This design comes from an exercise in tuning for small area, a short achievable clock period and few clock cycles per item on the open sky130 flow, not from production work.
In this exercise RTL edits were held to simulation tests only and were not proved equivalent to the original.

## flow/design.v (module list and top-level ports; edited modules follow where they fit)
// module sx12_fir: 287 lines
// module sx12_mul: 1048 lines
module sx12_fir (
    input  wire        clk,
    input  wire        rst,           
    input  wire [4:0]  cfg_taps,      
    input  wire [4:0]  cfg_dec,       
    input  wire        coef_we,       
    input  wire [4:0]  coef_tap,
    input  wire [31:0] coef_val,
    input  wire [4:0]  coef_shift,
    input  wire        in_valid,
    output wire        in_ready,
    input  wire [31:0] in_data,
    output reg         out_valid,
    output reg  [31:0] out_data,
    output reg         out_sat
);
  // ...
==> flow/flow/run.sh <==
#!/bin/bash
set -euo pipefail
bash standard.sh SETUP_SLACK_MARGIN=9.3 finish > standard_flow.log 2>&1
==> flow/standard.sh <==
#!/bin/bash
# synth_recipe.tcl (not shown) runs the flow's synth.tcl, then flattens the netlist and writes it again
# the make line also repeats each setting of config.mk as NAME=value (left out here)
make -C /OpenROAD-flow-scripts/flow DESIGN_CONFIG=/design/flow/config.mk WORK_HOME=/design/flow/orfs CLKGATE_MAP_FILE= SYNTH_SCRIPT=/design/flow/synth_recipe.tcl "${@:-finish}"
==> flow/config.mk <==
export PLATFORM = sky130hd
export DESIGN_NAME = sx12_fir
export DESIGN_NICKNAME = sx12_fir
export VERILOG_FILES = /design/flow/design.v
export SDC_FILE = /design/flow/constraint.sdc
export NUM_CORES = 4
export LEC_CHECK = 0
export ABC_AREA = 1
export CAP_MARGIN = 20
export CORE_MARGIN = 2
export CORE_UTILIZATION = 40
export SLEW_MARGIN = 20
==> flow/constraint.sdc <==
create_clock -name core_clock -period 14.0 [get_ports {clk}]
set_input_delay 2.8000 -clock core_clock [delete_from_list [all_inputs] [get_ports {clk}]]
set_output_delay 2.8000 -clock core_clock [all_outputs]
set_load 0.01 [all_outputs]
==> flow_summary.toml, run 1 <==
[run_status]
status = "complete, no violations"

[finish]
syn_to_final_growth_pct = 9.53
layout.nonclk_buf_share_pct = 2.24
post-route-util_pct = 44.0
layout_common_cells = "3996 x nand2_1, 3615 x inv_1, 2540 x nor2_1"
multi_input_area_share_pct = 47.2
multi_input_comb_area_um2 = 128000
clk_share_pct = 5.01

[detailed_routing]
wl_per_cell_um = 27.5
routed_wl_mm = 987
vias_per_cell = 6.00
wl_met3_mm = 132

[worst_setup_path]
cp_cell_sequence = "clkinvlp_2 -> o22ai_1 -> a221oi_1 -> xor2_1 -> fa_1 -> fa_1 -> inv_1 -> fa_1 -> inv_1 -> fa_1"
cp_slowest_cell = "clkinvlp_2"
setup.worst_path.end = "mc0[24]"
worstSetupEndpointType = "register"
critical_path_class = "reg -> reg"
cpMostUsedCell = "fa_1"

[sta]
tns_ps = 0
grt_setup_unrepaired = "yes"

[clock_tree]
insertion_delay_ps = 1100
clock-sinks = 3737
cts_tree = "yes"
postCtsHoldBufs = 0

[grt]
gr-usage-met2_pct = 42.4
grt_antenna_before_repair = 52

[floorplanning]
die_y_um = 790
chipWidth_um = 790

[synth]
synth-edff-count = 2342
synthMuxAreaShare_pct = 0.384
post_synth.cell_area_avg_um2 = 8.76
synth_seq_cells = 3737
synth_common_cells = "3997 x nand2_1, 3694 x inv_1, 2614 x nor2_1"
ys_types = 77

[placed_design]
dpl_cell_area_um2 = 256000

[min_path]
hp-start = "rs0[4]"
hp-class = "reg -> reg"
Testbench counts, summed over its fixed seeds: cycles 11,928, items 1,440.
==> module sx12_fir, before the edit <==
module sx12_fir (
    input  wire        clk,
    input  wire        rst,           
    input  wire [4:0]  cfg_taps,      
    input  wire [4:0]  cfg_dec,       
    input  wire        coef_we,       
    input  wire [4:0]  coef_tap,
    input  wire [31:0] coef_val,
    input  wire [4:0]  coef_shift,
    input  wire        in_valid,
    output wire        in_ready,
    input  wire [31:0] in_data,
    output reg         out_valid,
    output reg  [31:0] out_data,
    output reg         out_sat
);
    reg  [4:0]  taps_r, dec_r;
    reg         we_r;
    reg  [4:0]  wtap_r, wsh_r;
    reg  [31:0] wval_r;
    reg         v_r;              
    reg  [31:0] x_r;              
    reg         ir;               
    assign in_ready = ir;
    always @(posedge clk) begin
        taps_r <= cfg_taps;
        dec_r  <= cfg_dec;
        we_r   <= coef_we;
        wtap_r <= coef_tap;
        wsh_r  <= coef_shift;
        wval_r <= coef_val;
        x_r    <= in_data;
        v_r    <= in_valid & ir & ~rst;
    end
    reg  [31:0] hmem0 [0:7];
    reg  [31:0] hmem1 [0:7];
    reg  [31:0] hmem2 [0:7];
    reg  [31:0] hmem3 [0:7];
    reg  [31:0] cmem0 [0:7];
    reg  [31:0] cmem1 [0:7];
    reg  [31:0] cmem2 [0:7];
    reg  [31:0] cmem3 [0:7];
    reg  [4:0]  smem0 [0:7];
    reg  [4:0]  smem1 [0:7];
    reg  [4:0]  smem2 [0:7];
    reg  [4:0]  smem3 [0:7];
    reg  [4:0]  wptr;             
    always @(posedge clk) begin
        if (v_r) begin
            case (wptr[1:0])
                2'd0: hmem0[wptr[4:2]] <= x_r;
                2'd1: hmem1[wptr[4:2]] <= x_r;
                2'd2: hmem2[wptr[4:2]] <= x_r;
                default: hmem3[wptr[4:2]] <= x_r;
            endcase
        end
        if (we_r) begin
            case (wtap_r[1:0])
                2'd0: begin cmem0[wtap_r[4:2]] <= wval_r; smem0[wtap_r[4:2]] <= wsh_r; end
                2'd1: begin cmem1[wtap_r[4:2]] <= wval_r; smem1[wtap_r[4:2]] <= wsh_r; end
                2'd2: begin cmem2[wtap_r[4:2]] <= wval_r; smem2[wtap_r[4:2]] <= wsh_r; end
                default: begin cmem3[wtap_r[4:2]] <= wval_r; smem3[wtap_r[4:2]] <= wsh_r; end
            endcase
        end
    end
    reg  [4:0]  phase;            
    reg         plast;            
    reg  [4:0]  nsamp;            
    reg         act;              
    reg  [1:0]  a_beta;           
    reg  [2:0]  ha0, ha1, ha2, ha3;    
    reg  [4:0]  a_kmax;           
    reg  [2:0]  a_g;              
    reg         pnd;              
    reg  [4:0]  p_base, p_kmax;
    wire [2:0]  glast  = taps_r[4:2];             
    wire [3:0]  gsteps = {1'b0, glast} + 4'd1;    
    wire        nj      = v_r & plast;
    wire [4:0]  nj_kmax = (nsamp < taps_r) ? nsamp : taps_r;
    wire [4:0]  phase1  = v_r ? (plast ? 5'd0 : phase + 5'd1) : phase;
    wire        plast1  = (phase1 == dec_r);
    wire [3:0]  rem     = act ? {1'b0, a_g} + 4'd1 : 4'd0;
    wire [4:0]  ebusy   = {1'b0, rem} + (pnd ? {1'b0, gsteps} : 5'd0);
    wire [4:0]  vstart  = (ebusy == 5'd0) ? 5'd1 : ebusy;
    wire        ok_noa  = nj ? (ebusy <= 5'd2) : (pnd ? (rem <= 4'd2) : 1'b1);
    wire        ok_a    = nj ? (vstart + {1'b0, gsteps} <= 5'd2) : (ebusy <= 5'd2);
    wire        ir_if_v = (ir & plast1) ? ok_a : ok_noa;
    wire        next_done = ~act | (a_g == 3'd0);
    wire [4:0]  s_base  = pnd ? p_base : wptr;
    wire [4:0]  s_kmax  = pnd ? p_kmax : nj_kmax;
    wire [2:0]  s_hb    = s_base[4:2] - glast;
    always @(posedge clk) begin
        if (rst) begin
            ir    <= 1'b1;
            phase <= 5'd0;
            plast <= (cfg_dec == 5'd0);
            nsamp <= 5'd0;
            wptr  <= 5'd0;
            act   <= 1'b0;
            pnd   <= 1'b0;
        end else begin
            ir    <= in_valid ? ir_if_v : ok_noa;
            phase <= phase1;
            plast <= plast1;
            if (v_r) begin
                wptr  <= wptr + 5'd1;
                if (nsamp != 5'd31)
                    nsamp <= nsamp + 5'd1;
            end
            if (!next_done) begin
                a_g <= a_g - 3'd1;
                ha0 <= ha0 + 3'd1;
                ha1 <= ha1 + 3'd1;
                ha2 <= ha2 + 3'd1;
                ha3 <= ha3 + 3'd1;
                if (nj) begin
                    pnd    <= 1'b1;
                    p_base <= wptr;
                    p_kmax <= nj_kmax;
                end
            end else begin
                act    <= pnd | nj;
                pnd    <= pnd & nj;
                p_base <= wptr;
                p_kmax <= nj_kmax;
                a_beta <= s_base[1:0];
                a_kmax <= s_kmax;
                a_g    <= glast;
                ha0    <= s_hb;
                ha1    <= s_hb - {2'd0, (s_base[1:0] < 2'd1)};
                ha2    <= s_hb - {2'd0, (s_base[1:0] < 2'd2)};
                ha3    <= s_hb - {2'd0, (s_base[1:0] < 2'd3)};
            end
        end
    end
    wire [1:0]  beta = a_beta;
    wire [31:0] hb0  = hmem0[ha0];
    wire [31:0] hb1  = hmem1[ha1];
    wire [31:0] hb2  = hmem2[ha2];
    wire [31:0] hb3  = hmem3[ha3];
    reg  [31:0] rc0, rc1, rc2, rc3;       
    reg  [33:0] r3c0, r3c1, r3c2, r3c3;   
    reg  [54:0] rd0, rd1, rd2, rd3;       
    reg  [4:0]  rs0, rs1, rs2, rs3;
    reg         r_v, r_first, r_last;
    function [31:0] pick;
        input [1:0]  sel;
        input [31:0] d0, d1, d2, d3;
        begin
            case (sel)
                2'd0: pick = d0;
                2'd1: pick = d1;
                2'd2: pick = d2;
                default: pick = d3;
            endcase
        end
    endfunction
    function [54:0] booth8;
        input [31:0] x;
        input        en;
        integer i;
        reg [34:0] xe;
        reg [3:0]  w;
        reg        m1, m2, m3, m4;
        begin
            xe = {{2{x[31]}}, x, 1'b0};
            for (i = 0; i < 11; i = i + 1) begin
                w  = xe[3*i +: 4];
                m1 = (w[1] ^ w[0]) & ~(w[3] ^ w[2]);
                m2 = (~w[2] & w[1] & w[0]) | (w[2] & ~w[1] & ~w[0]);
                m3 = (w[1] ^ w[0]) & (w[3] ^ w[2]);
                m4 = (~w[3] & w[2] & w[1] & w[0]) | (w[3] & ~w[2] & ~w[1] & ~w[0]);
                booth8[i]      = en & m1;
                booth8[11 + i] = en & m2;
                booth8[22 + i] = en & m3;
                booth8[33 + i] = en & m4;
                booth8[44 + i] = en & w[3] & ~(w[2] & w[1] & w[0]);
            end
        end
    endfunction
    function [33:0] triple;
        input [31:0] c;
        begin
            triple = {{2{c[31]}}, c} + {c[31], c, 1'b0};
        end
    endfunction
    wire [4:0]  k0 = {a_g, 2'd0};
    wire        ok0 = (k0 <= a_kmax);
    wire        ok1 = ((k0 | 5'd1) <= a_kmax);
    wire        ok2 = ((k0 | 5'd2) <= a_kmax);
    wire        ok3 = ((k0 | 5'd3) <= a_kmax);
    wire [31:0] cw0 = cmem0[a_g];
    wire [31:0] cw1 = cmem1[a_g];
    wire [31:0] cw2 = cmem2[a_g];
    wire [31:0] cw3 = cmem3[a_g];
    always @(posedge clk) begin
        rd0  <= booth8(pick(beta,        hb0, hb1, hb2, hb3), ok0);
        rd1  <= booth8(pick(beta - 2'd1, hb0, hb1, hb2, hb3), ok1);
        rd2  <= booth8(pick(beta - 2'd2, hb0, hb1, hb2, hb3), ok2);
        rd3  <= booth8(pick(beta - 2'd3, hb0, hb1, hb2, hb3), ok3);
        rc0  <= cw0;
        rc1  <= cw1;
        rc2  <= cw2;
        rc3  <= cw3;
        r3c0 <= triple(cw0);
        r3c1 <= triple(cw1);
        r3c2 <= triple(cw2);
        r3c3 <= triple(cw3);
        rs0 <= ok0 ? smem0[a_g] : 5'd0;
        rs1 <= ok1 ? smem1[a_g] : 5'd0;
        rs2 <= ok2 ? smem2[a_g] : 5'd0;
        rs3 <= ok3 ? smem3[a_g] : 5'd0;
        r_first <= (a_g == glast);
        r_last  <= (a_g == 3'd0);
    end
    wire [63:0] ps0, pc0, ps1, pc1, ps2, pc2, ps3, pc3;
    sx12_mul mul0 (.a(rc0), .a3(r3c0), .s1(rd0[10:0]), .s2(rd0[21:11]),
                     .s3(rd0[32:22]), .s4(rd0[43:33]), .neg(rd0[54:44]), .s(ps0), .c(pc0));
    sx12_mul mul1 (.a(rc1), .a3(r3c1), .s1(rd1[10:0]), .s2(rd1[21:11]),
                     .s3(rd1[32:22]), .s4(rd1[43:33]), .neg(rd1[54:44]), .s(ps1), .c(pc1));
    sx12_mul mul2 (.a(rc2), .a3(r3c2), .s1(rd2[10:0]), .s2(rd2[21:11]),
                     .s3(rd2[32:22]), .s4(rd2[43:33]), .neg(rd2[54:44]), .s(ps2), .c(pc2));
    sx12_mul mul3 (.a(rc3), .a3(r3c3), .s1(rd3[10:0]), .s2(rd3[21:11]),
                     .s3(rd3[32:22]), .s4(rd3[43:33]), .neg(rd3[54:44]), .s(ps3), .c(pc3));
    reg  [63:0] ms0, mc0, ms1, mc1, ms2, mc2, ms3, mc3;
    reg  [4:0]  msh0, msh1, msh2, msh3;
    reg         m_v, m_first, m_last;
    always @(posedge clk) begin
        ms0 <= ps0; mc0 <= pc0; msh0 <= rs0;
        ms1 <= ps1; mc1 <= pc1; msh1 <= rs1;
        ms2 <= ps2; mc2 <= pc2; msh2 <= rs2;
        ms3 <= ps3; mc3 <= pc3; msh3 <= rs3;
        m_first <= r_first;
        m_last  <= r_last;
    end
    wire signed [63:0] pr0 = ms0 + mc0;
    wire signed [63:0] pr1 = ms1 + mc1;
    wire signed [63:0] pr2 = ms2 + mc2;
    wire signed [63:0] pr3 = ms3 + mc3;
    reg  signed [63:0] t0, t1, t2, t3;
    reg         t_v, t_first, t_last;
    always @(posedge clk) begin
        t0 <= pr0 >>> msh0;
        t1 <= pr1 >>> msh1;
        t2 <= pr2 >>> msh2;
        t3 <= pr3 >>> msh3;
        t_first <= m_first;
        t_last  <= m_last;
    end
    reg  [68:0] acc;              
    reg         a_done;
    wire [68:0] e0 = {{5{t0[63]}}, t0};
    wire [68:0] e1 = {{5{t1[63]}}, t1};
    wire [68:0] e2 = {{5{t2[63]}}, t2};
    wire [68:0] e3 = {{5{t3[63]}}, t3};
    wire [68:0] e4 = t_first ? 69'h40000000 : acc;
    wire [68:0] q1s = e0 ^ e1 ^ e2;
    wire [68:0] q1c = ((e0 & e1) | (e0 & e2) | (e1 & e2)) << 1;
    wire [68:0] q2s = q1s ^ q1c ^ e3;
    wire [68:0] q2c = ((q1s & q1c) | (q1s & e3) | (q1c & e3)) << 1;
    wire [68:0] q3s = q2s ^ q2c ^ e4;
    wire [68:0] q3c = ((q2s & q2c) | (q2s & e4) | (q2c & e4)) << 1;
    always @(posedge clk) begin
        if (t_v)
            acc <= q3s + q3c;
    end
    wire        inrange = (acc[68:62] == {7{acc[68]}});
    always @(posedge clk) begin
        if (rst) begin
            r_v       <= 1'b0;
            m_v       <= 1'b0;
            t_v       <= 1'b0;
            a_done    <= 1'b0;
            out_valid <= 1'b0;
        end else begin
            r_v       <= act;
            m_v       <= r_v;
            t_v       <= m_v;
            a_done    <= t_v & t_last;
            out_valid <= a_done;
        end
        if (a_done) begin
            out_sat  <= ~inrange;
            out_data <= inrange ? acc[62:31] : (acc[68] ? 32'h80000000 : 32'h7fffffff);
        end
    end
endmodule
==> run 2: changes to the inputs <==
--- a/flow/design.v
+++ b/flow/design.v
@@ -22,4 +22,5 @@
     reg  [31:0] x_r;              
     reg         ir;               
+    reg         rst_r;            
     assign in_ready = ir;
     always @(posedge clk) begin
@@ -32,4 +33,5 @@
         x_r    <= in_data;
         v_r    <= in_valid & ir & ~rst;
+        rst_r  <= rst;
     end
     reg  [31:0] hmem0 [0:7];
@@ -85,5 +87,5 @@
     wire        ok_noa  = nj ? (ebusy <= 5'd2) : (pnd ? (rem <= 4'd2) : 1'b1);
     wire        ok_a    = nj ? (vstart + {1'b0, gsteps} <= 5'd2) : (ebusy <= 5'd2);
-    wire        ir_if_v = (ir & plast1) ? ok_a : ok_noa;
+    wire        ir_next = (ir & plast1) ? ok_a : ok_noa;
     wire        next_done = ~act | (a_g == 3'd0);
     wire [4:0]  s_base  = pnd ? p_base : wptr;
@@ -91,8 +93,11 @@
     wire [2:0]  s_hb    = s_base[4:2] - glast;
     always @(posedge clk) begin
-        if (rst) begin
-            ir    <= 1'b1;
+        if (rst | rst_r)
+            ir <= 1'b1;
+        else
+            ir <= ir_next;
+        if (rst_r) begin
             phase <= 5'd0;
-            plast <= (cfg_dec == 5'd0);
+            plast <= (dec_r == 5'd0);
             nsamp <= 5'd0;
             wptr  <= 5'd0;
@@ -100,5 +105,4 @@
             pnd   <= 1'b0;
         end else begin
-            ir    <= in_valid ? ir_if_v : ok_noa;
             phase <= phase1;
             plast <= plast1;
@@ -261,16 +265,13 @@
     wire [68:0] q3s = q2s ^ q2c ^ e4;
     wire [68:0] q3c = ((q2s & q2c) | (q2s & e4) | (q2c & e4)) << 1;
-    always @(posedge clk) begin
-        if (t_v)
-            acc <= q3s + q3c;
-    end
+    always @(posedge clk)
+        acc <= q3s + q3c;
     wire        inrange = (acc[68:62] == {7{acc[68]}});
     always @(posedge clk) begin
-        if (rst) begin
+        if (rst_r) begin
             r_v       <= 1'b0;
             m_v       <= 1'b0;
             t_v       <= 1'b0;
             a_done    <= 1'b0;
-            out_valid <= 1'b0;
         end else begin
             r_v       <= act;
@@ -278,10 +279,8 @@
             t_v       <= m_v;
             a_done    <= t_v & t_last;
-            out_valid <= a_done;
-        end
-        if (a_done) begin
-            out_sat  <= ~inrange;
-            out_data <= inrange ? acc[62:31] : (acc[68] ? 32'h80000000 : 32'h7fffffff);
         end
+        out_valid <= a_done & ~rst & ~rst_r;
+        out_sat   <= ~inrange;
+        out_data  <= inrange ? acc[62:31] : (acc[68] ? 32'h80000000 : 32'h7fffffff);
     end
 endmodule
==> flow/flow/run.sh (replaced) <==
#!/bin/bash
set -euo pipefail
bash standard.sh SETUP_SLACK_MARGIN=9.5 finish > standard_flow.log 2>&1
==> flow_summary.toml, run 2 <==
[sta]
clock_skew_ps = 117
tns_ps = 0
slew_viol_final = 0
grt_setup_unrepaired = "yes"
relSlewSlack_pct = 12.2
hold_viol_final = 0
fin_crit_sh_pct = 32.5
fmax_ghz = 0.220
holdWs_ps = 325
finalCriticalPeriod_ps = 4550
tightest_slew_ps = 1310
setup_violations = 0
layout_setup_ws_ps = 9450

[worst_setup_path]
critical_path_class = "reg -> reg"
rr_endpoint = "mc2[27]"
cp_slowest_cell = "clkinvlp_2"
cp.required_ps = 14830
cp.depth = 10
cpMostUsedCell = "fa_1"
r2r-start = "rc2[17]"
crit_buf_inv = 3
cp_cell_sequence = "buf_4 -> clkinvlp_2 -> o22ai_1 -> a221oi_1 -> xor2_1 -> fa_1 -> fa_1 -> fa_1 -> inv_1 -> fa_1"
cpLargestDelayFamily = "adder cells"
cp_max_fo = 12
start_kind = "register"
worstSetupEndpointType = "register"
r2r_slack_ps = 9450
r2r_cells = 10
cpPeakStageDelay_ps = 770
cp.arrival_ps = 5380

[placed_design]
portBuffers = 122
post-place-cells = 34700
place_ws_ps = 8250
place_congestion = 1.02
hpwlAfterDp_mm = 708

[synth]
synth-simple-area-share_pct = 15.3
synthMuxAreaShare_pct = 0.363
synth.top_cell.area_share_pct = 27.4
synth_top_area_cell = "edfxtp_1"
seq_area_frac_synth_pct = 39.6
synth_ff_type = "edfxtp_1"
syn_area_um2 = 245000
synth_seq_cells = 3738
synth-edff-count = 2240
synthTopCellsByArea = "edfxtp_1 27%, dfxtp_1 12%, fa_1 10%, xor2_1 6.0%, nand2_1 6.0%"
yosys.area_share.adder_pct = 14.2
syn_nets = 30100
post_synth.cell_area_avg_um2 = 8.78
synth_common_cells = "3897 x nand2_1, 3452 x inv_1, 2596 x nor2_1"
synth-xor-area-share_pct = 6.49
post-synth-top-count-cell = "nand2_1"
synth_top_family_by_area = "compound AO/OA/AOI/OAI gates"
ys_warn_count = 1
ys_types = 74
syn_inst = 27900
async_flop_share_pct = 0
synth_compound_gate_area_share_pct = 15.4

[finish]
num-fill-cells = 59400
stdcell_count = 35800
layout_commonest_cell = "nand2_1"
drive_above_1_share_pct = 7.44
syn_to_final_growth_pct = 10.3
layout_common_cells = "3895 x nand2_1, 3356 x inv_1, 2523 x nor2_1"
fin_nets = 29400

[clock_tree]
postCtsHoldBufs = 0
insertion_delay_ps = 1080
root_buffer = "clkbuf_16"
clkTransAtPathRegs_ps = 60
h-tree-depth = 5
clock-sinks = 3738
numCtsBuffers = 401
clock_path_buffers = 4
cts_tree = "yes"

[detailed_routing]
wl_per_cell_um = 27.8
routed_wl_mm = 994
vias = 212000
ant_nets = 0
vias_per_cell = 5.93
drc = 0
dr.pass1.iters = 9
drt_first_iter_violations = 29900

[min_path]
holdPathEnd = "m_last"
hp-class = "reg -> reg"
hp-start = "r_last"
holdPathStages = 0

[floorplanning]
core_um2 = 611000
ios = 123
start_util_pct = 40.2
chipWidth_um = 787
dieArea_um2 = 620000
die_y_um = 787
num_rows = 287

[grt]
grt_max_degree = 119
globalRouteOverflowTotal = 0
grt_antenna_before_repair = 52
grt_pass1_vias = 202000
grt_pass1_wl_mm = 1420
gr-usage-all-layers_pct = 30.6

[run]
drv_cap = 0

[run_status]
status = "complete, no violations"
-- run 2: cell types whose count changed after synthesis, sizes merged, moves of 6 or more --
cell and delta:
or2 +14, o221ai +12, nand3 +47, edfxtp -102, nor2 -20, a31oi +8
clkbuf -19, buf +17, nand2 -92, inv -231, dfxtp +103, a32o +9
mux2i -6
-- run 2: metal layers --
metal	global-route usage [%]	wire length, um
met2	43.1	396000
met1	42.6	417000
met3	10.3	124000
met5	0.716	1060
met4	13.4	55900
-- run 2: cells by family after synthesis --
family                     after synthesis
and+or+nand+nor                       9012
AOI/OAI and AO/OA                     5741
buffers and inverters                 5518
DFF                                   3738
adders and majority gates             2032
xor gates and xnor gates              1819
muxes                                   89
-- run 2: what timing repair did --
action | CTS | global route
pin swaps | 0 | 4
endpoints found under the setup margin | 341 | 208
setup buffers | 29 | 140
gates cloned | 57 | 10
gates resized for setup | 257 | 203
-- run 2: per-stage QoR --
step	instance area, um2	util [%]
6_report	270000	44.3
5_1_grt	270000	44.3
4_1_cts	268000	43.9
3_5_place_dp	254000	41.5
3_3_place_gp	254000	41.5
2_1_floorplan	245000	-
-- run 2: how the worst max path moves through the flow --
| stage | from | endpoint | slack (ps) |
|---|---|---|---|
| detailed placement | register | r3c0[25] | 8250 |
| global route | register | r3c2[28] | 9450 |
| CTS | register | r3c0[25] | 9470 |
| global placement | register | r3c0[25] | 8210 |
| floorplan | rd2[51] | mc2[34] | 9960 |
| finish | rc2[17] | mc2[27] | 9450 |
-- run 2: area by class of cell --
class | count | area [um2] | area share [%]
tap | 8092 | 10100 | 3.74
sequential | 3738 | 97500 | 36.1
clock buffer | 535 | 11100 | 4.09
timing repair inverter | 59 | 319 | 0.118
clock inverter | 215 | 2320 | 0.858
timing repair buffer | 843 | 7360 | 2.72
multi-input combinational | 18700 | 128000 | 47.2
antenna | 66 | 165 | 0.0611
inverter | 3560 | 13800 | 5.09
-- run 2: worst reg2reg max path: stages (launching register included) --
cell and delay (ps):
dfxtp_1 300, buf_4 300, clkinvlp_2 790, o22ai_1 440
a221oi_1 100, xor2_1 230, fa_1 680, fa_1 500
fa_1 520, inv_1 60, fa_1 480
Testbench counts of run 2, summed over its fixed seeds: cycles 11,928, items 1,440.

## afterwards: timing with drivers on the ports
Ports are ideal in the flow. The routed layouts listed here were re-timed in OpenROAD. Step 1 sets driving cells, clkbuf_16 on the clock port and buf_2 on the other inputs (assumed; they add their load-dependent delay and slew). Step 2 times the ports against the registers' clock, not the clock port: input delays grow and output delays shrink by t, the midpoint of the rising clock arrivals with the driver on. Slacks: no drivers / after step 1 / after step 2; pairs: no drivers / after step 1.
run	t, ns	setup WS [ns]	hold WS [ns]
run 1	1.152	9.206 / 9.206 / 9.186	0.327 / 0.327 / 0.327
run 2	1.164	9.449 / 9.444 / 9.449	0.325 / 0.325 / 0.325
After both steps every run listed still meets setup and hold. For run 1, which loses most, drivers alone change the setup slack by 0.000 ns; drivers and shift together by -0.020 ns.
